Context: an optimization exercise on an open-source flow, tuned for small area, a short achievable clock period and few clock cycles per item. The choices shown serve that exercise and are no tape-out recipe.
Function was checked by simulation only, so behaviour that the tests miss may differ from the original.
Power and IR drop assume default switching activity.

[flow/config.mk]
export PLATFORM = sky130hd
export DESIGN_NAME = img_sha256
export DESIGN_NICKNAME = img_sha256
export VERILOG_FILES = /design/flow/design.v
export SDC_FILE = /design/flow/constraint.sdc
export NUM_CORES = 4
export LEC_CHECK = 0
export CAP_MARGIN = 20
export CORE_MARGIN = 2
export CORE_UTILIZATION = 40
export CTS_BUF_LIST = sky130_fd_sc_hd__clkbuf_16
export CTS_CLUSTER_DIAMETER = 70
export CTS_CLUSTER_SIZE = 20
export PLACE_DENSITY = 0.6
export SETUP_SLACK_MARGIN = 5
export SLEW_MARGIN = 20
[flow/constraint.sdc]
create_clock -name core_clock -period 10.0 [get_ports {clk}]
set_input_delay 2.0000 -clock core_clock [delete_from_list [all_inputs] [get_ports {clk}]]
set_output_delay 2.0000 -clock core_clock [all_outputs]
set_load 0.01 [all_outputs]
[flow/design.v]
module img_sha256 (
    input  wire         clk,
    input  wire         rst,         
    input  wire         in_valid,
    output wire         in_ready,
    input  wire [31:0]  in_data,
    input  wire         in_last,
    output reg          out_valid,
    output wire [255:0] out_digest
);
    function [31:0] rotr(input [31:0] x, input integer n);
        rotr = (x >> n) | (x << (32 - n));
    endfunction
    function [31:0] bsig0(input [31:0] x);
        bsig0 = rotr(x, 2) ^ rotr(x, 13) ^ rotr(x, 22);
    endfunction
    function [31:0] bsig1(input [31:0] x);
        bsig1 = rotr(x, 6) ^ rotr(x, 11) ^ rotr(x, 25);
    endfunction
    function [31:0] ssig0(input [31:0] x);
        ssig0 = rotr(x, 7) ^ rotr(x, 18) ^ (x >> 3);
    endfunction
    function [31:0] ssig1(input [31:0] x);
        ssig1 = rotr(x, 17) ^ rotr(x, 19) ^ (x >> 10);
    endfunction
    function [31:0] csum(input [31:0] x, input [31:0] y, input [31:0] z);
        csum = x ^ y ^ z;
    endfunction
    function [31:0] ccar(input [31:0] x, input [31:0] y, input [31:0] z);
        ccar = {(x[30:0] & y[30:0]) | (x[30:0] & z[30:0]) | (y[30:0] & z[30:0]), 1'b0};
    endfunction
    function [31:0] add_bk(input [31:0] x, input [31:0] y);
        reg [31:0] gg, pp;
        integer j;
        begin
            gg = x & y;
            pp = x ^ y;
            for (j = 1; j < 32; j = j + 2) begin
                gg[j] = gg[j] | (pp[j] & gg[j - 1]);
                pp[j] = pp[j] & pp[j - 1];
            end
            for (j = 3; j < 32; j = j + 4) begin
                gg[j] = gg[j] | (pp[j] & gg[j - 2]);
                pp[j] = pp[j] & pp[j - 2];
            end
            for (j = 7; j < 32; j = j + 8) begin
                gg[j] = gg[j] | (pp[j] & gg[j - 4]);
                pp[j] = pp[j] & pp[j - 4];
            end
            for (j = 15; j < 32; j = j + 16) begin
                gg[j] = gg[j] | (pp[j] & gg[j - 8]);
                pp[j] = pp[j] & pp[j - 8];
            end
            for (j = 31; j < 32; j = j + 32) begin
                gg[j] = gg[j] | (pp[j] & gg[j - 16]);
                pp[j] = pp[j] & pp[j - 16];
            end
            for (j = 23; j < 32; j = j + 16) begin
                gg[j] = gg[j] | (pp[j] & gg[j - 8]);
                pp[j] = pp[j] & pp[j - 8];
            end
            for (j = 11; j < 32; j = j + 8) begin
                gg[j] = gg[j] | (pp[j] & gg[j - 4]);
                pp[j] = pp[j] & pp[j - 4];
            end
            for (j = 5; j < 32; j = j + 4) begin
                gg[j] = gg[j] | (pp[j] & gg[j - 2]);
                pp[j] = pp[j] & pp[j - 2];
            end
            for (j = 2; j < 32; j = j + 2) begin
                gg[j] = gg[j] | (pp[j] & gg[j - 1]);
                pp[j] = pp[j] & pp[j - 1];
            end
            add_bk = x ^ y ^ {gg[30:0], 1'b0};
        end
    endfunction
    function [31:0] add_sk(input [31:0] x, input [31:0] y);
        reg [31:0] gg, pp;
        integer j;
        begin
            gg = x & y;
            pp = x ^ y;
            for (j = 0; j < 32; j = j + 1)
                if (j[0]) begin
                    gg[j] = gg[j] | (pp[j] & gg[((j >> 0) << 0) - 1]);
                    pp[j] = pp[j] & pp[((j >> 0) << 0) - 1];
                end
            for (j = 0; j < 32; j = j + 1)
                if (j[1]) begin
                    gg[j] = gg[j] | (pp[j] & gg[((j >> 1) << 1) - 1]);
                    pp[j] = pp[j] & pp[((j >> 1) << 1) - 1];
                end
            for (j = 0; j < 32; j = j + 1)
                if (j[2]) begin
                    gg[j] = gg[j] | (pp[j] & gg[((j >> 2) << 2) - 1]);
                    pp[j] = pp[j] & pp[((j >> 2) << 2) - 1];
                end
            for (j = 0; j < 32; j = j + 1)
                if (j[3]) begin
                    gg[j] = gg[j] | (pp[j] & gg[((j >> 3) << 3) - 1]);
                    pp[j] = pp[j] & pp[((j >> 3) << 3) - 1];
                end
            for (j = 0; j < 32; j = j + 1)
                if (j[4]) begin
                    gg[j] = gg[j] | (pp[j] & gg[((j >> 4) << 4) - 1]);
                    pp[j] = pp[j] & pp[((j >> 4) << 4) - 1];
                end
            add_sk = x ^ y ^ {gg[30:0], 1'b0};
        end
    endfunction
    function [31:0] iv(input [2:0] k);
        case (k)
            3'd0: iv = 32'h6a09e667; 3'd1: iv = 32'hbb67ae85;
            3'd2: iv = 32'h3c6ef372; 3'd3: iv = 32'ha54ff53a;
            3'd4: iv = 32'h510e527f; 3'd5: iv = 32'h9b05688c;
            3'd6: iv = 32'h1f83d9ab; default: iv = 32'h5be0cd19;
        endcase
    endfunction
    reg [5:0]  kc;           
    reg [31:0] k_t;          
    always @(*) begin
        case (kc)
            6'd0:  k_t = 32'h428a2f98; 6'd1:  k_t = 32'h71374491;
            6'd2:  k_t = 32'hb5c0fbcf; 6'd3:  k_t = 32'he9b5dba5;
            6'd4:  k_t = 32'h3956c25b; 6'd5:  k_t = 32'h59f111f1;
            6'd6:  k_t = 32'h923f82a4; 6'd7:  k_t = 32'hab1c5ed5;
            6'd8:  k_t = 32'hd807aa98; 6'd9:  k_t = 32'h12835b01;
            6'd10: k_t = 32'h243185be; 6'd11: k_t = 32'h550c7dc3;
            6'd12: k_t = 32'h72be5d74; 6'd13: k_t = 32'h80deb1fe;
            6'd14: k_t = 32'h9bdc06a7; 6'd15: k_t = 32'hc19bf174;
            6'd16: k_t = 32'he49b69c1; 6'd17: k_t = 32'hefbe4786;
            6'd18: k_t = 32'h0fc19dc6; 6'd19: k_t = 32'h240ca1cc;
            6'd20: k_t = 32'h2de92c6f; 6'd21: k_t = 32'h4a7484aa;
            6'd22: k_t = 32'h5cb0a9dc; 6'd23: k_t = 32'h76f988da;
            6'd24: k_t = 32'h983e5152; 6'd25: k_t = 32'ha831c66d;
            6'd26: k_t = 32'hb00327c8; 6'd27: k_t = 32'hbf597fc7;
            6'd28: k_t = 32'hc6e00bf3; 6'd29: k_t = 32'hd5a79147;
            6'd30: k_t = 32'h06ca6351; 6'd31: k_t = 32'h14292967;
            6'd32: k_t = 32'h27b70a85; 6'd33: k_t = 32'h2e1b2138;
            6'd34: k_t = 32'h4d2c6dfc; 6'd35: k_t = 32'h53380d13;
            6'd36: k_t = 32'h650a7354; 6'd37: k_t = 32'h766a0abb;
            6'd38: k_t = 32'h81c2c92e; 6'd39: k_t = 32'h92722c85;
            6'd40: k_t = 32'ha2bfe8a1; 6'd41: k_t = 32'ha81a664b;
            6'd42: k_t = 32'hc24b8b70; 6'd43: k_t = 32'hc76c51a3;
            6'd44: k_t = 32'hd192e819; 6'd45: k_t = 32'hd6990624;
            6'd46: k_t = 32'hf40e3585; 6'd47: k_t = 32'h106aa070;
            6'd48: k_t = 32'h19a4c116; 6'd49: k_t = 32'h1e376c08;
            6'd50: k_t = 32'h2748774c; 6'd51: k_t = 32'h34b0bcb5;
            6'd52: k_t = 32'h391c0cb3; 6'd53: k_t = 32'h4ed8aa4a;
            6'd54: k_t = 32'h5b9cca4f; 6'd55: k_t = 32'h682e6ff3;
            6'd56: k_t = 32'h748f82ee; 6'd57: k_t = 32'h78a5636f;
            6'd58: k_t = 32'h84c87814; 6'd59: k_t = 32'h8cc70208;
            6'd60: k_t = 32'h90befffa; 6'd61: k_t = 32'ha4506ceb;
            6'd62: k_t = 32'hbef9a3f7; default: k_t = 32'hc67178f2;
        endcase
    end
    reg [3:0]  t;            
    wire [1:0] ph = t[1:0];  
    reg        m_rnd;        
    reg        m_add;        
    reg        cur_first;    
    reg        cur_last;     
    reg        quiet;        
    reg [31:0] w [0:15];     
    reg [4:0]  nbc;          
    reg [3:0]  fp;           
    reg        room;         
    reg        pad;          
    reg        mk_done;      
    reg        len_here;     
    reg        fill_first;   
    reg        fill_last;    
    reg [20:0] nwords;       
    reg [31:0] a, b, c, d, e, f, g, h;
    reg [31:0] H0, H1, H2, H3, H4, H5, H6, H7;
    reg [31:0] P;            
    integer i;
    wire start = nbc[4] && (t == fp) && !m_rnd;
    wire wact  = start || (m_rnd && (kc != 6'd0));           
    wire sched = wact && !(kc[5] && kc[4]);                   
    assign in_ready = room && !pad;
    wire take    = in_valid && in_ready;
    wire padpush = room && pad;
    wire push_in = take || padpush;
    wire [3:0] t_n   = t + 4'd1;
    wire [5:0] kc_n  = wact ? kc + 6'd1 : kc;
    wire       rnd_n = start || (m_rnd && (kc != 6'd0));
    wire [4:0] nbc_n = start ? 5'd0 : push_in ? nbc + 5'd1 : nbc;
    wire [3:0] fp_n  = push_in ? t_n : fp;
    wire       wact_n   = rnd_n && (kc_n != 6'd0);
    wire       sched_n  = wact_n && !(kc_n[5] && kc_n[4]);
    wire       first_ok = (t_n[1:0] == 2'd3) && !(wact_n && !(kc_n[3] || kc_n[2]));
    wire       room_n   = !sched_n && !nbc_n[4] &&
                          ((nbc_n == 5'd0) ? first_ok : (t_n == fp_n));
    reg [31:0] pad_word;
    always @(*) begin
        if (!mk_done)
            pad_word = 32'h80000000;
        else if (len_here && nbc[3:0] == 4'd15)
            pad_word = {6'd0, nwords, 5'd0};
        else
            pad_word = 32'd0;
    end
    wire [31:0] in_word = pad ? pad_word : in_data;
    wire [31:0] wn_s1  = ssig1(w[14]);
    wire [31:0] wn_s0  = ssig0(w[1]);
    wire [31:0] wn_xs  = csum(wn_s0, w[9], w[0]);
    wire [31:0] wn_xc  = ccar(wn_s0, w[9], w[0]);
    wire [31:0] wnext  = add_bk(csum(wn_xs, wn_xc, wn_s1), ccar(wn_xs, wn_xc, wn_s1));
    wire [31:0] ch  = (e & f) ^ (~e & g);
    wire [31:0] maj = (a & b) ^ (a & c) ^ (b & c);
    wire [31:0] s1  = bsig1(e);
    wire [31:0] s0  = bsig0(a);
    wire [31:0] t1s = csum(s1, ch, P);
    wire [31:0] t1c = ccar(s1, ch, P);
    wire [31:0] es  = csum(t1s, t1c, d);
    wire [31:0] ec  = ccar(t1s, t1c, d);
    wire [31:0] us  = csum(t1s, s0, maj);
    wire [31:0] uc  = ccar(t1s, s0, maj);
    wire [31:0] as_ = csum(us, uc, t1c);
    wire [31:0] ac  = ccar(us, uc, t1c);
    wire [31:0] iv_a = iv({1'b0, ~ph});      
    wire [31:0] iv_e = iv({1'b1, ~ph});      
    wire [31:0] ya   = cur_first ? iv_a : H3;
    wire [31:0] ye   = cur_first ? iv_e : H7;
    wire [31:0] a_x  = m_rnd ? as_ : d;
    wire [31:0] a_y  = m_rnd ? ac : m_add ? ya : 32'd0;
    wire [31:0] e_x  = m_rnd ? es : h;
    wire [31:0] e_y  = m_rnd ? ec : m_add ? ye : 32'd0;
    wire [31:0] a_s  = add_sk(a_x, a_y);
    wire [31:0] e_s  = add_sk(e_x, e_y);
    wire        ivld = m_add && cur_last;    
    always @(posedge clk) begin
        a <= ivld ? iv_a : a_s;
        b <= a; c <= b; d <= c;
        e <= ivld ? iv_e : e_s;
        f <= e; g <= f; h <= g;
        H0 <= m_add ? a_s : H3;
        H1 <= H0; H2 <= H1; H3 <= H2;
        H4 <= m_add ? e_s : H7;
        H5 <= H4; H6 <= H5; H7 <= H6;
        P <= add_bk(csum(g, k_t, w[0]), ccar(g, k_t, w[0]));
        for (i = 0; i < 15; i = i + 1)
            w[i] <= w[i + 1];
        w[15] <= sched ? wnext : push_in ? in_word : w[0];
        if (rst) begin
            t          <= 4'd0;
            fp         <= 4'd0;
            room       <= 1'b0;
            m_rnd      <= 1'b0;
            m_add      <= 1'b1;      
            cur_first  <= 1'b1;
            cur_last   <= 1'b1;
            quiet      <= 1'b1;
            kc         <= 6'd0;
            nbc        <= 5'd0;
            pad        <= 1'b0;
            mk_done    <= 1'b0;
            len_here   <= 1'b0;
            fill_first <= 1'b1;
            fill_last  <= 1'b0;
            nwords     <= 21'd0;
            out_valid  <= 1'b0;
        end else begin
            t     <= t_n;
            kc    <= kc_n;
            nbc   <= nbc_n;
            fp    <= fp_n;
            room  <= room_n;
            m_rnd <= rnd_n;
            if (m_rnd && kc == 6'd0)
                m_add <= 1'b1;
            else if (ph == 2'd3)
                m_add <= 1'b0;
            out_valid <= m_add && (ph == 2'd3) && cur_last && !quiet;
            if (start) begin
                quiet      <= 1'b0;
                cur_first  <= fill_first;
                cur_last   <= fill_last;
                fill_first <= fill_last;
                fill_last  <= 1'b0;
            end
            if (take) begin
                nwords <= nwords + 21'd1;
                if (in_last)
                    pad <= 1'b1;
            end
            if (padpush) begin
                mk_done <= 1'b1;
                if (mk_done && nbc[3:0] == 4'd14)
                    len_here <= 1'b1;
                if (len_here && nbc[3:0] == 4'd15) begin
                    pad       <= 1'b0;
                    mk_done   <= 1'b0;
                    len_here  <= 1'b0;
                    fill_last <= 1'b1;
                    nwords    <= 21'd0;
                end
            end
        end
    end
    assign out_digest = {H0, H1, H2, H3, H4, H5, H6, H7};
endmodule
[flow/flow/run.sh]
#!/bin/bash
# Standard layout, with the port buffers made from the smallest buffer.
set -euo pipefail
export BUFFER_PORTS_ARGS="-buffer_cell sky130_fd_sc_hd__buf_1"
bash standard.sh > standard_flow.log 2>&1
[flow/standard.sh]
#!/bin/bash
# synth_recipe.tcl (not shown) runs the flow's synth.tcl, then flattens the netlist and writes it again
# the make line also repeats each setting of config.mk as NAME=value (left out here)
make -C /OpenROAD-flow-scripts/flow DESIGN_CONFIG=/design/flow/config.mk WORK_HOME=/design/flow/orfs CLKGATE_MAP_FILE= SYNTH_SCRIPT=/design/flow/synth_recipe.tcl "${@:-finish}"
==> flow_summary.json, run 1 <==
{
  "crit_path_max_fanout": 5,
  "leakage_nw": 20.45,
  "layout.nets": 4625,
  "avgSynthCellArea_um2": 11.36,
  "fp-row-count": 121,
  "slew_violations": 0,
  "via_per_inst": 5.244,
  "synthCells": 3890,
  "wl_per_cell_um": 24.59,
  "synth-edff-count": 0,
  "worstSetupStartpointType": "flip-flop",
  "path_class": "flip-flop to flip-flop",
  "worst-path-buf-inv": 0,
  "period_share_pct": 50.98,
  "critPathCaptureType": "flip-flop",
  "hpwl_mm": 106.2,
  "cp_common_cell": "fa_1",
  "yosys.area_share.simple_pct": 6.536,
  "skew_ns": 0.03415,
  "comb_power_share_pct": 33.4,
  "start_util_pct": 40.48,
  "yosysTopAreaCell": "dfxtp_1",
  "synth_mux_area_share_pct": 3.373,
  "dr.pass1.iters": 9,
  "place_ws_ns": 4.494,
  "slew_headroom_pct": 29.65,
  "coreArea_um2": 109200,
  "synth_flop_cell": "dfxtp_1",
  "dr.first_iter.drc_count": 2480,
  "total_power_mw": 14.21,
  "seq_power_share_pct": 43.0,
  "die_w_um": 336.3,
  "h-tree-depth": 3,
  "p_clk_share_pct": 23.7,
  "fin_ws_ns": 4.902,
  "power_density_nw_per_um2": 282.0,
  "synth.distinct_cells": 97,
  "antenna_found_initial": 3,
  "setup_tns_ns": 0,
  "clockRootBuffer": "clkbuf_16",
  "cpMaxStageDelayCell": "fa_2",
  "cts_buffers": 82,
  "synthToLayoutAreaGrowth_pct": 14.02,
  "swShare_pct": 36.47,
  "timing.rr.start": "e[21]",
  "wirelength_mm": 140.5,
  "r2r-end": "a[31]",
  "yosysWarnings": 2,
  "first_global_vias": 29140,
  "maxCapViolCount": 0,
  "crit_family": "adder cells",
  "grt_max_degree": 81,
  "die_h_um": 336.3,
  "fmax_mhz": 196.2,
  "yosysTopAreaCellShare_pct": 51.61,
  "cts.path.max_buffers": 3,
  "place_congestion": 0.9571,
  "status": "complete, no violations",
  "rsz0062_at_grt": "yes",
  "report.final.setup_viol": 0,
  "worstHoldPathCells": 0,
  "cts_tree": "built",
  "drcViolationCount": 0,
  "clk_latency_ns": 0.70,
  "postRouteAntennaNets": 0,
  "worst_ep_arrival_time_ns": 5.65,
  "routed-via-count": 29950,
  "r2r_cells": 16,
  "synth_compound_area_share_pct": 11.42,
  "syn_area_um2": 44180,
  "syn-num-nets": 4326,
  "synth.top_cells.by_area": "dfxtp_1 (52%), fa_1 (12%), xnor2_1 (4.3%), ha_1 (4.1%), xor2_1 (3.1%)",
  "p_sw_mw": 5.181,
  "hp-class": "flip-flop to flip-flop",
  "worstMarginPinSlew_ns": 1.055,
  "async_reset_ff_share_pct": 0,
  "ir_drop_mv": 0.1369,
  "max_stage_delay_ns": 0.53,
  "overflow": 0,
  "synth_seq_cells": 1139,
  "period_needed_ns": 5.098,
  "hold-path-endpoint": "w[6][13]",
  "crit_chain": "xor2_2 -> xnor2_2 -> fa_2 -> fa_1 -> fa_1 -> a21oi_2 -> ha_4 -> and3_1 -> a221o_1 -> a221oi_2 -> o21ai_4 -> o211ai_1 -> nand2_1 -> o41ai_2 -> xnor2_1 -> mux2i_1",
  "io_buffers": 293,
  "dieArea_um2": 113100,
  "p_int_mw": 9.027,
  "cp.required_ns": 10.55,
  "grt_use_total_pct": 24.56,
  "synth_top_family_by_area": "adder cells",
  "clk_pin_slew_ns": 0.08,
  "num_io_pins": 294,
  "drive_above_1_share_pct": 11.36,
  "synth_xor_area_share_pct": 7.428,
  "synth_fa_ha_area_share_pct": 15.67,
  "numClockSinks": 1139,
  "hold_viol_final": 0,
  "reg2reg_slack_ns": 4.90,
  "min_from": "w[7][13]",
  "yosysSeqAreaShare_pct": 51.61,
  "grt_pass1_wl_mm": 200.9
}
through the flow:
step | hold slack (ns) | instances | utilization, % | instance area [um2]
floorplan | 0.3096 | 3890 | - | 44180
detailed placement | 0.3121 | 5544 | 42.87 | 46800
finish | 0.3113 | 5712 | 46.15 | 50380
CTS | 0.3104 | 5687 | 45.65 | 49830
global placement | 0.3096 | 5544 | 42.87 | 46800
global route | 0.3080 | 5710 | 46.15 | 50370
repair_timing:
item | CTS | global route
pin swaps | 23 | 25
setup buffers | 14 | 23
setup endpoints to repair | 48 | 64
hold buffers | 0 | 0
gates resized for setup | 77 | 82
worst register-to-register path: cells and delay by family (launching register included):
family                   cells  cell delay [ns]
AO/OA/AOI/OAI                6             1.69
XOR/XNOR                     3             0.71
adder cells (fa/ha/maj)      4             1.73
flip-flops                   1             0.39
multiplexers                 1             0.11
AND/OR/NAND/NOR              2             0.34
metal layers:
metal	track usage, %	vias up	wire length [um]
li1	-	13650	-
met3	4.752	277	10950
met5	0	-	0
met4	10.58	0	6523
met1	31.95	14750	58130
met2	39.79	1276	64860
cells in the mapped netlist, types with 6 or more instances:
library cell  instances
or3_1                 9
xor2_1              155
a21o_1               66
dfxtp_1            1139
mux2_2               91
o21ai_0             197
nand2_1             207
xnor2_1             216
ha_1                146
a221o_1              24
a2bb2oi_1             9
a31oi_1              20
o21ai_1               8
and3_1               20
o21a_1               17
o221ai_1             11
nor2b_1               8
mux2i_1              45
buf_2                33
o211ai_1             42
nand2b_1             16
nand3_1              55
a22oi_1              10
a21oi_1             174
clkbuf_1             96
inv_1               269
nor2_1              209
a221oi_1             22
buf_1                15
o31ai_1              15
buf_4                10
o22ai_1              25
fa_1                254
nor3_1               51
or2_2                 9
buf_6                 6
nand4_1              19
o21bai_1             11
nor4_1                7
and2_1                9
a211oi_1             30
placed cells by master (no fill, tap or decap), types with 20 or more instances in the layout:
| cell | n |
|---|---|
| dfxtp_1 | 1099 |
| buf_1 | 292 |
| inv_1 | 268 |
| fa_1 | 239 |
| nand2_1 | 205 |
| nor2_1 | 205 |
| xnor2_1 | 195 |
| o21ai_0 | 192 |
| a21oi_1 | 160 |
| xor2_1 | 144 |
| ha_1 | 143 |
| mux2_2 | 91 |
| clkbuf_16 | 82 |
| buf_4 | 77 |
| a21o_1 | 66 |
| nand3_1 | 55 |
| nor3_1 | 50 |
| o211ai_1 | 42 |
| mux2i_1 | 42 |
| a211oi_1 | 30 |
| o22ai_1 | 25 |
| a221o_1 | 24 |
| xnor2_2 | 22 |
| a221oi_1 | 21 |
| and3_1 | 20 |
| dfxtp_2 | 20 |
| dfxtp_4 | 20 |
cells by family (layout without fill, tap and decap cells):
group / Yosys count / after routing
multiplexers: 137 / 137
AND/OR/NAND/NOR: 640 / 640
XOR/XNOR: 373 / 373
AO/OA/AOI/OAI: 766 / 766
flip-flops: 1139 / 1139
buffers and inverters: 434 / 778
adder cells (fa/ha/maj): 401 / 401
other: 0 / 2
how the worst max path moves through the flow:
stage | endpoint | slack (ns) | cells after the start | start
after floorplan | w[15][31] | 5.11 | 20 | w[1][20]
after global placement | k_t[28] | 4.33 | 12 | rst
after detailed placement | k_t[24] | 4.49 | 11 | rst
after CTS | w[15][31] | 4.96 | 20 | w[1][20]
after global routing | a[31] | 4.76 | 16 | e[11]
final | a[31] | 4.90 | 16 | e[21]
state kept, by name, indices dropped and copies added, names as in the netlist, 32 cells and up:
| name | cells |
|---|---|
| e | 32 |
| d | 32 |
| P | 32 |
| H6 | 32 |
| f | 32 |
| H4 | 32 |
| H3 | 32 |
| a | 32 |
| k_t | 32 |
| H1 | 32 |
| H7 | 32 |
| w | 512 |
| H2 | 32 |
| h | 32 |
| c | 32 |
| H0 | 32 |
| g | 32 |
| b | 32 |
| H5 | 32 |
area by class of cell:
class / instances / area, um2
Multi-Input combinational cell: 2317 / 20190
Fill cell: 10100 / 58780
Antenna cell: 2 / 5.005
Sequential cell: 1139 / 22900
Clock buffer: 82 / 2052
Inverter: 274 / 1032
Clock inverter: 47 / 598.1
Tap cell: 1476 / 1847
Timing Repair Buffer: 375 / 1753
power groups by stage:
stage / Combinational (mW) / Sequential, mW / Clock (mW)
2_1_floorplan: 2.74 / 6.13 / 0
3_3_place_gp: 4.45 / 6.19 / 0
3_5_place_dp: 4.49 / 6.21 / 0
4_1_cts: 4.60 / 6.12 / 3.46
5_1_grt: 5.26 / 6.21 / 3.63
6_report: 4.74 / 6.11 / 3.36
Testbench counts, summed over its fixed seeds: cycles 64,020, words 14,230.
==> inputs of run 2 (changes only) <==
--- a/flow/design.v
+++ b/flow/design.v
@@ -183,7 +183,7 @@
     wire padpush = room && pad;
     wire push_in = take || padpush;
     wire [3:0] t_n   = t + 4'd1;
-    wire [5:0] kc_n  = wact ? kc + 6'd1 : kc;
+    wire [5:0] kc_n  = (kc == 6'd0) ? {5'd0, start} : kc + 6'd1;
     wire       rnd_n = start || (m_rnd && (kc != 6'd0));
     wire [4:0] nbc_n = start ? 5'd0 : push_in ? nbc + 5'd1 : nbc;
     wire [3:0] fp_n  = push_in ? t_n : fp;
--- a/flow/config.mk
+++ b/flow/config.mk
@@ -5,6 +5,7 @@
 export SDC_FILE = /design/flow/constraint.sdc
 export NUM_CORES = 4
 export LEC_CHECK = 0
+export ABC_AREA = 1
 export CAP_MARGIN = 20
 export CORE_MARGIN = 2
 export CORE_UTILIZATION = 40
==> run 2 against run 1 <==
  * Still clean on timing, DRC and antenna
  * Area after synthesis grew 0.16%
  * Synthesized cell count increased by 14%
  * Sequential share of layout area up 0.31 points
  * First-iteration DRC count down 0.24%
  * Sequential power up 5.1%
  * Die area rose by 0.16%
  * Count of clock-buffer cells in the layout increased by 4
  * Core utilization shrank 0.86 points
  * Combinational power grew 39%
  * Wire length fell by 2.6%
  * Maximum frequency increased by 6.4%
  * Setup slack improved by 0.31 ns
  * Critical path type unchanged
  * Largest power group is now combinational logic
==> flow_summary.json, run 2 <==
{
  "max_stage_delay_ns": 0.57,
  "postRouteAntennaNets": 0,
  "hold_ws_ns": 0.2997,
  "async_reset_ff_share_pct": 0,
  "seq_power_share_pct": 38.8,
  "synthCells": 4419,
  "start_util_pct": 40.15,
  "num_io_pins": 294,
  "fp-row-count": 122,
  "min_from": "w[11][12]",
  "fmax_mhz": 208.8,
  "synth_seq_cells": 1139,
  "grt_max_degree": 68,
  "placed_cells": 6080,
  "slew_violations": 0,
  "fin_area_um2": 49920,
  "hp-class": "flip-flop to flip-flop",
  "first_global_vias": 29970,
  "period_needed_ns": 4.790,
  "die_h_um": 336.6,
  "hpwl_mm": 107.3,
  "synth_xor_area_share_pct": 6.350,
  "io_buffers": 293,
  "worstMarginPinSlew_ns": 1.009,
  "total_power_mw": 16.55,
  "slew_headroom_pct": 32.24,
  "place_congestion": 0.9585,
  "comb_power_share_pct": 39.7,
  "cp.required_ns": 10.58,
  "n_fill_cell": 10640,
  "regMostFlops": "w",
  "die_w_um": 336.6,
  "timing.rr.start": "e[13]",
  "drive_above_1_share_pct": 6.210,
  "place_ws_ns": 4.513,
  "crit_family": "adder cells",
  "overflow": 0,
  "yosysMostFrequentCell": "dfxtp_1",
  "power_density_nw_per_um2": 331.6,
  "clk_latency_ns": 0.72,
  "synth.distinct_cells": 59,
  "synthToLayoutAreaGrowth_pct": 12.80,
  "dr.first_iter.drc_count": 2474,
  "worstSetupStartpoint": "e[13]",
  "yosysTopAreaCell": "dfxtp_1",
  "wl_per_cell_um": 21.98,
  "synth-edff-count": 0,
  "final_cells": 6222,
  "cts.path.max_buffers": 3,
  "layout_commonest_cell": "dfxtp_1",
  "cpMaxStageDelayCell": "fa_1",
  "grt_use_total_pct": 23.99,
  "r2r_cells": 16,
  "syn_area_um2": 44250,
  "ir_drop_mv": 0.1944,
  "p_clk_share_pct": 21.5,
  "wirelength_mm": 136.7,
  "via_per_inst": 4.918,
  "cp_common_cell": "fa_1",
  "coreArea_um2": 110200,
  "largest_register_ffs": 512,
  "period_share_pct": 47.90,
  "yosysTopAreaCellShare_pct": 51.53,
  "worst_ep_arrival_time_ns": 5.37,
  "layout.nets": 5120,
  "fin_ws_ns": 5.210,
  "synth.top_cells.by_area": "dfxtp_1 (52%), fa_1 (11%), nand2_1 (6.6%), ha_1 (4.1%), inv_1 (4.0%)",
  "dieArea_um2": 113300,
  "crit_path_end": "H0[17]",
  "setup_tns_ns": 0,
  "synth_common_cells": "dfxtp_1 (1,139), nand2_1 (782), inv_1 (466)",
  "cts.hold.buffers_added": 0,
  "routed-via-count": 30600,
  "hold_viol_final": 0,
  "clk_pin_slew_ns": 0.08,
  "status": "complete, no violations",
  "maxCapViolCount": 0,
  "antenna_found_initial": 0,
  "yosysWarnings": 2,
  "swShare_pct": 40.10,
  "cts_tree": "built",
  "worstSetupStartpointType": "flip-flop",
  "syn-num-nets": 4855,
  "place_area_um2": 46810,
  "antennaDiodeCount": 0,
  "crit_chain": "xnor2_1 -> xor2_1 -> fa_1 -> fa_1 -> fa_1 -> o21ai_0 -> ha_1 -> a21oi_1 -> o21ai_2 -> nand3_1 -> nand2_1 -> nand3_1 -> nand2_4 -> fa_1 -> xnor2_1 -> o21ai_0",
  "p_sw_mw": 6.637,
  "p_int_mw": 9.916,
  "crit_path_max_fanout": 16,
  "drcViolationCount": 0,
  "numClockSinks": 1139,
  "synth_fa_ha_area_share_pct": 15.62,
  "skew_ns": 0.04696,
  "synth_top_family_by_area": "adder cells",
  "h-tree-depth": 3,
  "layout_common_cells": "dfxtp_1 (1,110), nand2_1 (775), inv_1 (466)",
  "synth_compound_area_share_pct": 8.168,
  "avgSynthCellArea_um2": 10.01,
  "critPathCaptureType": "flip-flop",
  "crit_cells": 16,
  "final_core_util_pct": 45.29,
  "synth_mux_area_share_pct": 0.7068,
  "r2r-end": "H0[17]",
  "rsz0062_at_grt": "no",
  "reg2reg_slack_ns": 5.21,
  "cts_buffers": 86,
  "synth_flop_cell": "dfxtp_1",
  "path_class": "flip-flop to flip-flop",
  "grt_pass1_wl_mm": 198.9,
  "worst-path-buf-inv": 0,
  "dr.pass1.iters": 6,
  "yosysSeqAreaShare_pct": 51.53,
  "yosys.area_share.simple_pct": 12.15,
  "clockRootBuffer": "clkbuf_16",
  "leakage_nw": 21.88,
  "report.final.setup_viol": 0
}
[run 2: cell families after synthesis]
logic type	count (synthesis)
buffers and inverters	628
muxes	30
xor gates and xnor gates	320
and+or+nand+nor	1275
AOI/OAI and AO/OA	627
adders and majority gates	400
DFF	1139
[run 2: routing by layer]
metal	wire length, um	GRT usage, %	vias up	part of all wire [%]
met5	0	0	-	0
met4	5004	8.710	0	3.7
met3	8638	3.940	204	6.3
met2	63170	38.99	1018	46
met1	59930	32.21	14770	44
li1	-	-	14610	-
[run 2: worst min path at each step]
| stage | depth (start not counted) | end |
|---|---|---|
| after detailed placement | 0 | w[10][10] |
| after global placement | 0 | w[7][18] |
| final | 0 | w[10][12] |
| after CTS | 0 | w[7][9] |
| after floorplan | 0 | w[10][0] |
| after global routing | 0 | w[9][14] |
[run 2: what timing repair did]
item	CTS	global route
setup endpoints to repair	63	40
pin swaps	0	3
resized for setup	18	51
setup buffers	2	1
[run 2: final cells by class]
type	count	area, um2	share of cell area, %
clock buffers	86	2152	4.311
multi-input cells	2652	19200	38.46
clock inverters	52	701.9	1.406
inverters	483	1822	3.649
flip-flops and latches	1139	22850	45.78
well taps	1488	1862	3.730
repair buffers	322	1333	2.669
[run 2: power by group through the flow]
| stage | registers, mW | logic, mW | clock network [mW] |
|---|---|---|---|
| after floorplan | 6.34 | 4.10 | 0 |
| after global placement | 6.50 | 6.27 | 0 |
| after detailed placement | 6.53 | 6.34 | 0 |
| after CTS | 6.43 | 6.43 | 3.64 |
| after global routing | 6.54 | 7.40 | 3.81 |
| final | 6.42 | 6.57 | 3.56 |
Testbench counts of run 2, summed over its fixed seeds: cycles 64,020, words 14,230.
==> inputs of run 3 (changes only) <==
--- a/flow/config.mk
+++ b/flow/config.mk
@@ -8,10 +8,10 @@
 export ABC_AREA = 1
 export CAP_MARGIN = 20
 export CORE_MARGIN = 2
-export CORE_UTILIZATION = 40
+export CORE_UTILIZATION = 65
 export CTS_BUF_LIST = sky130_fd_sc_hd__clkbuf_16
 export CTS_CLUSTER_DIAMETER = 70
 export CTS_CLUSTER_SIZE = 20
-export PLACE_DENSITY = 0.6
+export PLACE_DENSITY = 0.8
 export SETUP_SLACK_MARGIN = 5
 export SLEW_MARGIN = 20
==> run 3 against run 2 <==
  * Still clean on timing, DRC and antenna
  * Wire length down 3.2%
  * Setup slack got worse by 0.13 ns
  * Critical path depth increased by 8
  * Sequential cell count is the same
  * Die area fell by 38%
  * Register-to-register slack got worse by 0.13 ns
  * Synthesized cell count is the same
  * Clock skew decreased by 0.012 ns
  * Critical path type unchanged
  * Critical endpoint is now w[15][31]
  * Largest cell class unchanged
  * Largest power group unchanged
==> flow_summary.json, run 3 <==
{
  "status": "complete, no violations",
  "slew_headroom_pct": 29.07,
  "final_cells": 5555,
  "met2_usage_pct": 59.39,
  "routed-via-count": 31840,
  "p_clk_share_pct": 17.9,
  "n_fill_cell": 4966,
  "drive_above_1_share_pct": 4.893,
  "layout.nets": 5099,
  "path_class": "flip-flop to flip-flop",
  "syn-num-nets": 4855,
  "fin_area_um2": 48180,
  "layout_common_cells": "dfxtp_1 (1,115), nand2_1 (774), inv_1 (465)",
  "grt_use_total_pct": 37.44,
  "coreArea_um2": 67280,
  "cts_buffers": 71,
  "place_congestion": 1.024,
  "synthToLayoutAreaGrowth_pct": 8.872,
  "skew_ns": 0.03521,
  "io_buffers": 293,
  "worst_ep_arrival_time_ns": 5.45,
  "clk_latency_ns": 0.66,
  "async_reset_ff_share_pct": 0,
  "synth.top_cells.by_area": "dfxtp_1 (52%), fa_1 (11%), nand2_1 (6.6%), ha_1 (4.1%), inv_1 (4.0%)",
  "clockRootBuffer": "clkbuf_16",
  "critPathCaptureType": "flip-flop",
  "clk_pin_slew_ns": 0.09,
  "p_int_mw": 9.593,
  "fp-row-count": 95,
  "place_ws_ns": 4.837,
  "report.final.setup_viol": 0,
  "wl_per_cell_um": 23.82,
  "num_io_pins": 294,
  "cts.hold.buffers_added": 0,
  "die_h_um": 264.9,
  "largest_register_ffs": 512,
  "synth_seq_cells": 1139,
  "wirelength_mm": 132.3,
  "syn_area_um2": 44250,
  "cts_tree": "built",
  "synthCells": 4419,
  "first_global_vias": 31310,
  "overflow": 0,
  "period_needed_ns": 4.920,
  "yosysSeqAreaShare_pct": 51.53,
  "regArea_um2": 22830,
  "comb_power_share_pct": 41.9,
  "power_density_nw_per_um2": 333.8,
  "total_power_mw": 16.08,
  "start_util_pct": 65.78,
  "use_met1_pct": 47.79,
  "yosysWarnings": 2,
  "slew_violations": 0,
  "worstMarginPinSlew_ns": 1.064,
  "final_core_util_pct": 71.61,
  "p_sw_mw": 6.488,
  "period_share_pct": 49.20,
  "synth_common_cells": "dfxtp_1 (1,139), nand2_1 (782), inv_1 (466)",
  "avgSynthCellArea_um2": 10.01,
  "drcViolationCount": 0,
  "ir_drop_mv": 0.2457,
  "cts.path.max_buffers": 3,
  "hp-class": "flip-flop to flip-flop",
  "synth.distinct_cells": 59,
  "h-tree-depth": 3,
  "synth-edff-count": 0,
  "numClockSinks": 1139,
  "grt_most_used_layer": "met2",
  "dr.pass1.iters": 5,
  "fmax_mhz": 203.3,
  "hpwl_mm": 101.4,
  "yosysMostFrequentCell": "dfxtp_1",
  "place_area_um2": 46010,
  "use_met3_pct": 7.915,
  "crit_path_max_fanout": 4,
  "via_per_inst": 5.731,
  "dr.first_iter.drc_count": 3172,
  "dieArea_um2": 70190,
  "regMostFlops": "w",
  "fin_ws_ns": 5.080,
  "seq_power_share_pct": 40.1,
  "antenna_found_initial": 3,
  "grt_max_degree": 82,
  "hold_viol_final": 0,
  "cp.required_ns": 10.53,
  "multi_input_area_um2": 19150,
  "hold_ws_ns": 0.3039,
  "grt_pass1_wl_mm": 193.8,
  "die_w_um": 264.9,
  "postRouteAntennaNets": 0,
  "placed_cells": 5461,
  "layout_commonest_cell": "dfxtp_1",
  "yosysTopAreaCell": "dfxtp_1",
  "maxCapViolCount": 0,
  "setup_tns_ns": 0,
  "swShare_pct": 40.34,
  "leakage_nw": 21.41,
  "yosysTopAreaCellShare_pct": 51.53,
  "rsz0062_at_grt": "yes",
  "worstSetupStartpointType": "flip-flop",
  "synth_flop_cell": "dfxtp_1"
}
==> run 3: cell counts after synthesis <==
No cell type changed its count.
==> run 3: layout make-up <==
type,instances,area share (%)
Antenna cell,2,0.01039
Clock buffer,72,3.740
Timing Repair Buffer,316,2.641
Sequential cell,1139,47.39
Tap cell,873,2.267
Multi-Input combinational cell,2652,39.75
Clock inverter,18,0.4311
Inverter,483,3.768
==> run 3: cell families (layout without fill, tap and decap cells) <==
logic type / after synthesis / in the layout / share of synthesized area (%)
buf+inv: 628 / 889 / 5.482
simple gates: 1275 / 1275 / 12.15
xor+xnor: 320 / 320 / 6.350
compound gates: 627 / 627 / 8.168
other cells: 0 / 2 / 0
fa+ha+maj: 400 / 400 / 15.62
flops: 1139 / 1139 / 51.53
mux: 30 / 30 / 0.7068
==> run 3: what timing repair did <==
action                                  4_1_cts  5_1_grt
pin swaps                                     2        3
buffers inserted                              1        1
gates resized for setup                       6       42
endpoints found under the setup margin       12       36
==> run 3: routing by layer <==
metal  vias to the layer above  part of all wire [%]  routed length, um
li1                      14520                     -                  -
met1                     15150                    39              51130
met2                      1758                    45              60050
met3                       405                   9.7              12850
met4                         4                   6.2               8254
met5                         -                 0.020                 27
==> run 3: worst max-delay path: stages (launching register included) <==
cell and delay, ns:
dfxtp_1 0.52, xnor2_1 0.19, xor2_1 0.27, fa_1 0.48
fa_1 0.43, inv_1 0.11, ha_1 0.25, nand3_1 0.14
nand2_2 0.11, nand2_1 0.09, nand2_2 0.11, a21oi_4 0.17
o21bai_2 0.13, nand2_1 0.10, nand2_2 0.08, nand2_1 0.09
nand2_2 0.09, nand2_1 0.09, nand2_1 0.08, fa_1 0.46
xnor2_1 0.24, xnor2_1 0.21, buf_4 0.17, a21oi_2 0.05
o21bai_1 0.16
==> run 3: power groups by stage <==
stage | sequential, mW | combinational, mW | clock, mW
detailed placement | 6.52 | 6.33 | 0
finish | 6.45 | 6.74 | 2.89
global route | 6.53 | 7.44 | 3.06
global placement | 6.47 | 6.11 | 0
CTS | 6.43 | 6.51 | 2.91
floorplan | 6.34 | 4.10 | 0
==> run 3: final timing paths <==
check	from	to	slack [ns]	cells after the start
min	w[6][12]	w[5][12]	0.30	0
max reg2reg	w[1][8]	w[15][31]	5.08	24
max	w[1][8]	w[15][31]	5.08	24
min reg2reg	w[6][12]	w[5][12]	0.30	0
==> inputs of run 4 (changes only) <==
--- a/flow/config.mk
+++ b/flow/config.mk
@@ -8,10 +8,11 @@
 export ABC_AREA = 1
 export CAP_MARGIN = 20
 export CORE_MARGIN = 2
-export CORE_UTILIZATION = 65
+export CORE_UTILIZATION = 55
 export CTS_BUF_LIST = sky130_fd_sc_hd__clkbuf_16
 export CTS_CLUSTER_DIAMETER = 70
 export CTS_CLUSTER_SIZE = 20
-export PLACE_DENSITY = 0.8
+export GPL_TIMING_DRIVEN = 0
+export PLACE_DENSITY = 0.7
 export SETUP_SLACK_MARGIN = 5
 export SLEW_MARGIN = 20
==> run 4 against run 3 <==
  * Maximum frequency down 2.3%
  * Wire length rose by 15%
  * Non-clock buffer count increased by 131
  * Final area increased by 2.3%
  * Die area up 18%
  * Combinational power barely moved
  * Hold slack worse by 0.0020 ns
  * Synthesized cell count stayed put
  * Critical endpoint is now H4[16]
  * Largest power group unchanged
  * Highest routed layer unchanged
==> flow_summary.json, run 4 <==
{
  "status": "complete, no violations",
  "final_core_util_pct": 61.61,
  "yosysTopAreaCell": "dfxtp_1",
  "cts.path.max_buffers": 3,
  "path_class": "flip-flop to flip-flop",
  "worst_ep_arrival_time_ns": 5.55,
  "worstMarginPinSlew_ns": 1.275,
  "dieArea_um2": 82750,
  "total_power_mw": 16.06,
  "clk_latency_ns": 0.67,
  "h-tree-depth": 3,
  "synth.distinct_cells": 59,
  "crit_family": "buffers and inverters",
  "dr_wl_met2_mm": 68.14,
  "crit_path_max_fanout": 10,
  "power_density_nw_per_um2": 325.8,
  "worst-path-buf-inv": 5,
  "maxCapViolCount": 0,
  "numClockSinks": 1139,
  "cts_tree": "built",
  "cts_buffers": 71,
  "coreArea_um2": 80030,
  "worstHoldPathCells": 0,
  "synth_seq_cells": 1139,
  "synth-edff-count": 0,
  "synthCells": 4419,
  "yosysMostFrequentCell": "dfxtp_1",
  "cp.required_ns": 10.51,
  "cpMaxStageDelayCell": "clkbuf_1",
  "period_needed_ns": 5.038,
  "setup_tns_ns": 0,
  "report.final.setup_viol": 0,
  "async_reset_ff_share_pct": 0,
  "slew_violations": 0,
  "top_layer": "met5",
  "layout.nets": 5230,
  "p_clk_share_pct": 18.2,
  "yosysTopAreaCellShare_pct": 51.53,
  "die_h_um": 287.7,
  "fmax_mhz": 198.5,
  "synth_common_cells": "dfxtp_1 (1,139), nand2_1 (782), inv_1 (466)",
  "io_buffers": 293,
  "antenna_found_initial": 6,
  "hp-class": "flip-flop to flip-flop",
  "yosysWarnings": 2,
  "comb_power_share_pct": 42.1,
  "leakage_nw": 21.77,
  "hpwl_mm": 120.0,
  "layout_common_cells": "dfxtp_1 (1,122), nand2_1 (777), inv_1 (467)",
  "start_util_pct": 55.30,
  "clk_pin_slew_ns": 0.08,
  "route.met3.wl_mm": 13.13,
  "r2r-end": "H4[16]",
  "postRouteAntennaNets": 0,
  "synth.top_cells.by_area": "dfxtp_1 (52%), fa_1 (11%), nand2_1 (6.6%), ha_1 (4.1%), inv_1 (4.0%)",
  "grt_pass1_wl_mm": 213.5,
  "synthToLayoutAreaGrowth_pct": 11.41,
  "crit_chain": "clkbuf_1 -> clkbuf_1 -> clkbuf_1 -> nand2_1 -> nand2_1 -> ha_1 -> nand2_1 -> o21ai_0 -> a21oi_1 -> nand2_4 -> buf_6 -> inv_1 -> fa_1 -> o21ai_0",
  "wl_per_cell_um": 25.81,
  "drive_above_1_share_pct": 5.921,
  "syn-num-nets": 4855,
  "p_int_mw": 9.607,
  "final_cells": 5875,
  "overflow": 0,
  "hold-path-endpoint": "H7[6]",
  "ir_drop_mv": 0.2665,
  "drt-met1-wl_mm": 59.29,
  "period_share_pct": 50.38,
  "reg2reg_slack_ns": 4.96,
  "worstSetupStartpointType": "flip-flop",
  "dr.first_iter.drc_count": 3123,
  "drcViolationCount": 0,
  "fp-row-count": 104,
  "dr.pass1.iters": 6,
  "grt_use_total_pct": 36.22,
  "synth_flop_cell": "dfxtp_1",
  "num_io_pins": 294,
  "routed-via-count": 32450,
  "place_congestion": 1.053,
  "max_stage_delay_ns": 0.65,
  "die_w_um": 287.7,
  "avgSynthCellArea_um2": 10.01,
  "hold_viol_final": 0,
  "yosysSeqAreaShare_pct": 51.53,
  "min_from": "H6[6]",
  "via_per_inst": 5.523,
  "swShare_pct": 40.18,
  "r2r_cells": 14,
  "first_global_vias": 31390,
  "timing.rr.start": "m_rnd",
  "p_sw_mw": 6.453,
  "seq_power_share_pct": 39.6,
  "rsz0062_at_grt": "yes",
  "grt_max_degree": 21,
  "regMostFlops": "w",
  "layout_commonest_cell": "dfxtp_1",
  "syn_area_um2": 44250,
  "clockRootBuffer": "clkbuf_16",
  "largest_register_ffs": 512,
  "slew_headroom_pct": 14.98,
  "skew_ns": 0.06654,
  "placed_cells": 5772,
  "critPathCaptureType": "flip-flop",
  "wirelength_mm": 151.6
}
## run 4: cell counts after synthesis
Identical to the previous run, type by type.
## run 4: cells by family after synthesis
| family | after synthesis | share of synthesized area, % |
|---|---|---|
| xor+xnor | 320 | 6.350 |
| fa+ha+maj | 400 | 15.62 |
| flops | 1139 | 51.53 |
| compound gates | 627 | 8.168 |
| simple gates | 1275 | 12.15 |
| buf+inv | 628 | 5.482 |
| mux | 30 | 0.7068 |
## run 4: per-layer routing
metal  global-route usage, %  vias up
li1                        -    14780
met4                   21.41        4
met3                   6.838      445
met5                       0        -
met1                   45.96    15510
met2                   57.82     1713
## run 4: worst register-to-register path: stages, from the launching register on
cell,delay (ns)
dfxtp_1,0.51
clkbuf_1,0.51
clkbuf_1,0.59
clkbuf_1,0.66
nand2_1,0.15
nand2_1,0.12
ha_1,0.18
nand2_1,0.09
o21ai_0,0.49
a21oi_1,0.21
nand2_4,0.19
buf_6,0.18
inv_1,0.09
fa_1,0.55
o21ai_0,0.39
## run 4: metrics by stage
step	area [um2]	worst slack [ns]	hold WS, ns
6_report	49300	4.962	0.3018
3_3_place_gp	46680	3.732	0.3095
4_1_cts	48990	4.999	0.3063
5_1_grt	49300	4.913	0.3102
2_1_floorplan	44250	5.622	0.3096
3_5_place_dp	46680	4.197	0.3121
## run 4: cell type report
class                   instances  area, um2
clock inverters                21      327.8
flip-flops and latches       1139      22830
fillers                      6850      30720
multi-input cells            2652      19380
repair buffers                302       1167
diodes                          2      5.005
inverters                     483       1818
clock buffers                  71       1777
plain buffers                 145      673.1
well taps                    1060       1326
## run 4: power groups by stage
| stage | combinational, mW | sequential [mW] | clock, mW |
|---|---|---|---|
| 2_1_floorplan | 4.10 | 6.34 | 0 |
| 3_3_place_gp | 6.33 | 6.40 | 0 |
| 3_5_place_dp | 6.42 | 6.44 | 0 |
| 4_1_cts | 6.58 | 6.35 | 2.96 |
| 5_1_grt | 7.51 | 6.45 | 3.13 |
| 6_report | 6.77 | 6.36 | 2.93 |
## run 4: timing repair
action / CTS / global route
gates resized for setup: 57 / 81
hold buffers: 0 / 0
pin swaps: 4 / 15
buffers inserted: 1 / 8
setup endpoints to repair: 59 / 29
## run 4: worst max-delay path by stage
stage,start,end,cells after the start
after floorplan,w[1][23],w[15][31],23
after detailed placement,rst,k_t[18],16
after global routing,e[25],e[17],23
final,m_rnd,H4[16],14
after global placement,m_add,H4[17],16
after CTS,e[26],H0[16],21
==> inputs of run 5 (changes only) <==
--- a/flow/config.mk
+++ b/flow/config.mk
@@ -12,7 +12,6 @@
 export CTS_BUF_LIST = sky130_fd_sc_hd__clkbuf_16
 export CTS_CLUSTER_DIAMETER = 70
 export CTS_CLUSTER_SIZE = 20
-export GPL_TIMING_DRIVEN = 0
 export PLACE_DENSITY = 0.7
 export SETUP_SLACK_MARGIN = 5
 export SLEW_MARGIN = 20
==> run 5 against run 4 <==
  * Critical path type unchanged
  * Setup slack improved by 0.26 ns
  * Clock skew shrank 0.036 ns
  * Wire length decreased by 13%
  * Sequential share of layout area increased by 0.72 points
  * Global-route usage shrank 4.4 points
  * Still clean on timing, DRC and antenna
  * Count of clock-buffer cells in the layout is 2 higher
  * Hold slack improved by 0.018 ns
==> flow_summary.json, run 5 <==
{
  "skew_ns": 0.03033,
  "avgSynthCellArea_um2": 10.01,
  "seq_power_share_pct": 40.2,
  "fmax_mhz": 209.1,
  "fp-row-count": 104,
  "worstSetupStartpointType": "flip-flop",
  "hold_ws_ns": 0.3193,
  "synthToLayoutAreaGrowth_pct": 9.655,
  "async_reset_ff_share_pct": 0,
  "cpMaxStageDelayCell": "fa_1",
  "total_power_mw": 15.98,
  "coreArea_um2": 80030,
  "syn_area_um2": 44250,
  "wl_per_cell_um": 23.00,
  "io_buffers": 293,
  "slew_violations": 0,
  "clk_latency_ns": 0.65,
  "setup_tns_ns": 0,
  "cts.hold.buffers_added": 0,
  "swShare_pct": 39.62,
  "final_cells": 5748,
  "layout_common_cells": "dfxtp_1 (1,125), nand2_1 (777), inv_1 (464)",
  "routed-via-count": 31040,
  "syn-num-nets": 4855,
  "synth_common_cells": "dfxtp_1 (1,139), nand2_1 (782), inv_1 (466)",
  "antenna_found_initial": 0,
  "dr.pass1.iters": 5,
  "p_int_mw": 9.648,
  "reg2reg_slack_ns": 5.22,
  "period_share_pct": 47.82,
  "worstHoldPathCells": 0,
  "r2r_cells": 16,
  "hold_viol_final": 0,
  "wirelength_mm": 132.2,
  "postRouteAntennaNets": 0,
  "r2r-end": "a[17]",
  "ir_drop_mv": 0.2200,
  "hold-path-endpoint": "w[9][12]",
  "period_needed_ns": 4.782,
  "first_global_vias": 30010,
  "slew_headroom_pct": 23.41,
  "overflow": 0,
  "grt_max_degree": 91,
  "crit_path_max_fanout": 16,
  "clk_pin_slew_ns": 0.09,
  "drcViolationCount": 0,
  "maxCapViolCount": 0,
  "layout.nets": 5100,
  "dr.first_iter.drc_count": 2811,
  "yosysMostFrequentCell": "dfxtp_1",
  "yosysTopAreaCellShare_pct": 51.53,
  "dieArea_um2": 82750,
  "start_util_pct": 55.30,
  "grt_use_total_pct": 31.77,
  "cts_tree": "built",
  "regMostFlops": "w",
  "placed_cells": 5649,
  "yosysTopAreaCell": "dfxtp_1",
  "n_fill_cell": 6918,
  "status": "complete, no violations",
  "worst_ep_arrival_time_ns": 5.29,
  "antennaDiodeCount": 0,
  "synth.distinct_cells": 59,
  "synth-edff-count": 0,
  "rsz0062_at_grt": "yes",
  "p_clk_share_pct": 18.8,
  "largest_register_ffs": 512,
  "grt_pass1_wl_mm": 192.7,
  "final_core_util_pct": 60.64,
  "num_io_pins": 294,
  "timing.rr.start": "e[28]",
  "hpwl_mm": 103.3,
  "die_h_um": 287.7,
  "leakage_nw": 21.46,
  "layout_commonest_cell": "dfxtp_1",
  "synthCells": 4419,
  "cts.path.max_buffers": 3,
  "worstMarginPinSlew_ns": 1.149,
  "crit_chain": "xnor2_1 -> xor2_1 -> fa_1 -> fa_1 -> fa_1 -> o21ai_0 -> ha_1 -> a21oi_1 -> o21ai_2 -> nand3_1 -> nand2_1 -> nand3_1 -> nand2_4 -> fa_1 -> xnor2_1 -> o21ai_0",
  "numClockSinks": 1139,
  "p_sw_mw": 6.332,
  "place_congestion": 1.037,
  "comb_power_share_pct": 41.0,
  "die_w_um": 287.7,
  "power_density_nw_per_um2": 329.3,
  "hp-class": "flip-flop to flip-flop",
  "synth.top_cells.by_area": "dfxtp_1 (52%), fa_1 (11%), nand2_1 (6.6%), ha_1 (4.1%), inv_1 (4.0%)",
  "report.final.setup_viol": 0,
  "critPathCaptureType": "flip-flop",
  "yosysSeqAreaShare_pct": 51.53,
  "min_from": "w[10][12]",
  "yosysWarnings": 2,
  "clockRootBuffer": "clkbuf_16",
  "path_class": "flip-flop to flip-flop",
  "cp_common_cell": "fa_1",
  "max_stage_delay_ns": 0.56,
  "h-tree-depth": 3,
  "via_per_inst": 5.400,
  "synth_seq_cells": 1139,
  "cts_buffers": 72,
  "synth_flop_cell": "dfxtp_1",
  "cp.required_ns": 10.51,
  "drive_above_1_share_pct": 4.735
}
[run 5: worst max-delay path by stage]
stage                   start        end  slack (ns)  depth (start not counted)
CTS                     e[26]     H0[16]        5.01                         16
global route         w[1][12]  w[15][31]        4.89                         23
floorplan            w[1][23]  w[15][31]        5.62                         23
finish                  e[28]      a[17]        5.22                         16
global placement    cur_first      e[17]        4.26                         16
detailed placement  cur_first      e[17]        4.35                         16
[run 5: final cells by class]
type,count,area [um2],share of cell area [%]
Sequential cell,1139,22820,47.02
Clock buffer,73,1827,3.764
Multi-Input combinational cell,2652,19120,39.39
Timing Repair Buffer,316,1272,2.622
Inverter,483,1818,3.746
Clock inverter,25,347.8,0.7168
Tap cell,1060,1326,2.733
[run 5: kinds of logic (layout without fill, tap and decap cells)]
group	after synthesis	count (layout)	share of synthesized area (%)
compound gates	627	627	8.168
xor+xnor	320	320	6.350
fa+ha+maj	400	400	15.62
buf+inv	628	897	5.482
flops	1139	1139	51.53
mux	30	30	0.7068
simple gates	1275	1275	12.15
[run 5: metrics by stage]
step	cell area, um2	worst slack, ns
final	48530	5.218
after detailed placement	46260	4.351
after floorplan	44250	5.622
after global routing	48530	4.890
after global placement	46250	4.257
after CTS	48450	5.007
[run 5: power by group through the flow]
stage          Combinational, mW  Clock (mW)  Sequential [mW]
3_3_place_gp                6.23           0             6.48
4_1_cts                     6.45        3.05             6.42
6_report                    6.56        3.00             6.42
5_1_grt                     7.35        3.22             6.51
2_1_floorplan               4.10           0             6.34
3_5_place_dp                6.35           0             6.52
[run 5: critical path, delay by kind of cell, from the launching register on]
kind	cells	cell delay [ns]
adder cells (fa/ha/maj)	5	2.29
AND/OR/NAND/NOR	4	0.51
flip-flops	1	0.52
AO/OA/AOI/OAI	4	0.61
XOR/XNOR	3	0.71
[run 5: routing by layer]
layer  track usage [%]  share of wire, %  vias up
met5                 0                 0        -
met4             14.64               5.4        0
met3             4.715               6.9      317
met2             52.67                47     1304
met1             41.15                41    14900
li1                  -                 -    14520
[run 5: repair_timing]
action                                  4_1_cts  5_1_grt
endpoints found under the setup margin       48       29
resized for setup                             5       24
pin swaps                                     0        1
buffers inserted                              0        1
==> inputs of run 6 (changes only) <==
--- a/flow/config.mk
+++ b/flow/config.mk
@@ -10,8 +10,8 @@
 export CORE_MARGIN = 2
 export CORE_UTILIZATION = 55
 export CTS_BUF_LIST = sky130_fd_sc_hd__clkbuf_16
-export CTS_CLUSTER_DIAMETER = 70
-export CTS_CLUSTER_SIZE = 20
+export CTS_CLUSTER_DIAMETER = 90
+export CTS_CLUSTER_SIZE = 28
 export PLACE_DENSITY = 0.7
 export SETUP_SLACK_MARGIN = 5
 export SLEW_MARGIN = 20
==> run 6 against run 5 <==
  * Maximum frequency is 1.5% lower
  * Combinational power about the same
  * Clock power decreased by about 20%
  * Final cell count shrank 0.57%
  * Global-route usage fell by 0.27 points
  * Total power down 3.9%
  * Count of clock-buffer cells in the layout decreased by 23
  * Sequential share of layout area rose by 0.68 points
  * Synthesized cell count is the same
  * Highest routed layer unchanged
==> flow_summary.json, run 6 <==
{
  "status": "complete, no violations",
  "yosysTopAreaCell": "dfxtp_1",
  "via_per_inst": 5.394,
  "hp-class": "flip-flop to flip-flop",
  "synth_common_cells": "dfxtp_1 (1,139), nand2_1 (782), inv_1 (466)",
  "fmax_mhz": 205.9,
  "ir_drop_mv": 0.1996,
  "yosysMostFrequentCell": "dfxtp_1",
  "overflow": 0,
  "worstMarginPinSlew_ns": 1.161,
  "skew_ns": 0.05086,
  "avgSynthCellArea_um2": 10.01,
  "critPathCaptureType": "flip-flop",
  "leakage_nw": 21.12,
  "layout_common_cells": "dfxtp_1 (1,127), nand2_1 (777), inv_1 (464)",
  "grt_use_total_pct": 31.50,
  "routed-via-count": 30830,
  "coreArea_um2": 80030,
  "synthToLayoutAreaGrowth_pct": 8.075,
  "synth_flop_cell": "dfxtp_1",
  "period_needed_ns": 4.857,
  "syn_area_um2": 44250,
  "use_met1_pct": 41.11,
  "setup_tns_ns": 0,
  "synth.distinct_cells": 59,
  "drcViolationCount": 0,
  "slew_violations": 0,
  "syn-num-nets": 4855,
  "crit_path_max_fanout": 39,
  "cp.required_ns": 10.53,
  "placed_cells": 5649,
  "layout.nets": 5078,
  "hold_viol_final": 0,
  "maxCapViolCount": 0,
  "num_io_pins": 294,
  "postRouteAntennaNets": 0,
  "yosysSeqAreaShare_pct": 51.53,
  "grt_max_degree": 91,
  "fin_area_um2": 47830,
  "worstSetupStartpointType": "flip-flop",
  "cts_tree": "built",
  "dr.pass1.iters": 5,
  "numClockSinks": 1139,
  "regMostFlops": "w",
  "path_class": "flip-flop to flip-flop",
  "synth.top_cells.by_area": "dfxtp_1 (52%), fa_1 (11%), nand2_1 (6.6%), ha_1 (4.1%), inv_1 (4.0%)",
  "final_cells": 5715,
  "hpwl_mm": 103.3,
  "h-tree-depth": 2,
  "async_reset_ff_share_pct": 0,
  "fp-row-count": 104,
  "period_share_pct": 48.57,
  "met2_usage_pct": 52.39,
  "reg2reg_slack_ns": 5.14,
  "grt_pass1_wl_mm": 191.2,
  "antennaDiodeCount": 0,
  "io_buffers": 293,
  "cts.path.max_buffers": 3,
  "dieArea_um2": 82750,
  "largest_register_ffs": 512,
  "cts_buffers": 50,
  "power_density_nw_per_um2": 321.1,
  "clk_latency_ns": 0.66,
  "first_global_vias": 29750,
  "antenna_found_initial": 0,
  "die_w_um": 287.7,
  "synth_seq_cells": 1139,
  "place_congestion": 1.037,
  "drive_above_1_share_pct": 3.996,
  "worst_ep_arrival_time_ns": 5.39,
  "grt_most_used_layer": "met2",
  "yosysTopAreaCellShare_pct": 51.53,
  "place_area_um2": 46260,
  "wl_per_cell_um": 23.01,
  "yosysWarnings": 2,
  "die_h_um": 287.7,
  "synthCells": 4419,
  "synth-edff-count": 0,
  "report.final.setup_viol": 0,
  "total_power_mw": 15.36,
  "start_util_pct": 55.30,
  "wirelength_mm": 131.5,
  "dr.first_iter.drc_count": 2636,
  "clockRootBuffer": "clkbuf_16",
  "use_met3_pct": 4.517,
  "layout_commonest_cell": "dfxtp_1",
  "slew_headroom_pct": 22.61,
  "rsz0062_at_grt": "yes",
  "clk_pin_slew_ns": 0.11
}
==> run 6: layer usage <==
metal	routed length, um	share of wire (%)	up-vias
met2	61880	47	1247
met3	8924	6.8	297
met5	0	0	-
li1	-	-	14460
met1	54190	41	14820
met4	6523	5.0	0
==> run 6: cell type report <==
cell class / count / area [um2]
inverters: 483 / 1818
flip-flops and latches: 1139 / 22820
well taps: 1060 / 1326
multi-input cells: 2652 / 19120
clock inverters: 15 / 224.0
fillers: 7015 / 32200
clock buffers: 50 / 1251
repair buffers: 316 / 1272
==> run 6: cell families after synthesis <==
group           Yosys count  share of synthesized area (%)
compound gates          627                          8.168
xor+xnor                320                          6.350
fa+ha+maj               400                          15.62
buf+inv                 628                          5.482
flops                  1139                          51.53
mux                      30                         0.7068
simple gates           1275                          12.15
==> run 6: path summary, 6_finish.rpt <==
| check | start | endpoint | cells past startpoint |
|---|---|---|---|
| setup / recovery | cur_first | e[17] | 13 |
| hold / removal | f[10] | g[10] | 0 |
| setup reg to reg | cur_first | e[17] | 13 |
| hold reg to reg | f[10] | g[10] | 0 |
==> run 6: timing repair <==
item                                    4_1_cts  5_1_grt
resized for setup                             7       20
endpoints found under the setup margin       58       12
pin swaps                                     0        1
hold buffers                                  0        0
buffers inserted                              0        1
==> run 6: stage by stage <==
stage	hold slack (ns)	worst slack, ns	util (%)
after floorplan	0.3096	5.622	-
final	0.3123	5.143	59.76
after global placement	0.3095	4.257	57.79
after CTS	0.3127	5.034	59.67
after global routing	0.3264	4.868	59.76
after detailed placement	0.3121	4.351	57.80
==> run 6: report_power, final <==
group	switching (mW)	internal [mW]	total, mW
Combinational	3.95	2.59	6.55
Clock	1.45	0.945	2.40
Sequential	0.818	5.60	6.41
==> run 6: critical path: stages (launching register included) <==
cell	delay [ns]
dfxtp_2	0.39
buf_4	0.47
clkinv_2	0.40
o21ai_1	0.80
o21ai_0	0.20
ha_1	0.39
a21oi_1	0.09
o21ai_0	0.54
a21oi_1	0.24
nand2_4	0.26
inv_1	0.10
fa_1	0.44
xor2_1	0.24
o21ai_0	0.13

==> static timing again, ports no longer ideal <==
In the flow no input, the clock included, has a driving cell. The finished layouts below were timed again as built, in two steps.
Step 1 sets driving cells, clkbuf_16 on the clock port and buf_2 on the other inputs (assumed; they add their load-dependent delay and slew).
Step 2 moves the port delays by t, midway between the first and last clock arrival at a register: inputs arrive t later, outputs are due t later. That takes back most of the time a late clock gives input paths.
a / b / c = ideal ports / drivers / drivers and shift; a / b = the first two.
run | shift t [ns] | setup WS [ns] | slew at the worst register clock pin (ns) | worst slew at a driven data input, ns
run 1 | 0.746 | 4.902 / 4.902 / 4.660 | 0.08 / 0.08 | 0.05
run 2 | 0.765 | 5.210 / 5.210 / 4.941 | 0.09 / 0.09 | 0.05
run 3 | 0.706 | 5.080 / 5.080 / 5.080 | 0.09 / 0.09 | 0.04
run 4 | 0.708 | 4.962 / 4.962 / 4.753 | 0.09 / 0.09 | 0.05
run 5 | 0.706 | 5.218 / 5.218 / 5.157 | 0.09 / 0.09 | 0.05
run 6 | 0.710 | 5.143 / 5.143 / 5.143 | 0.12 / 0.12 | 0.05
After both steps every run listed still meets setup and hold. The setup slack of run 2, which loses most, moves by 0.000 ns with the drivers and by -0.269 ns with both steps.
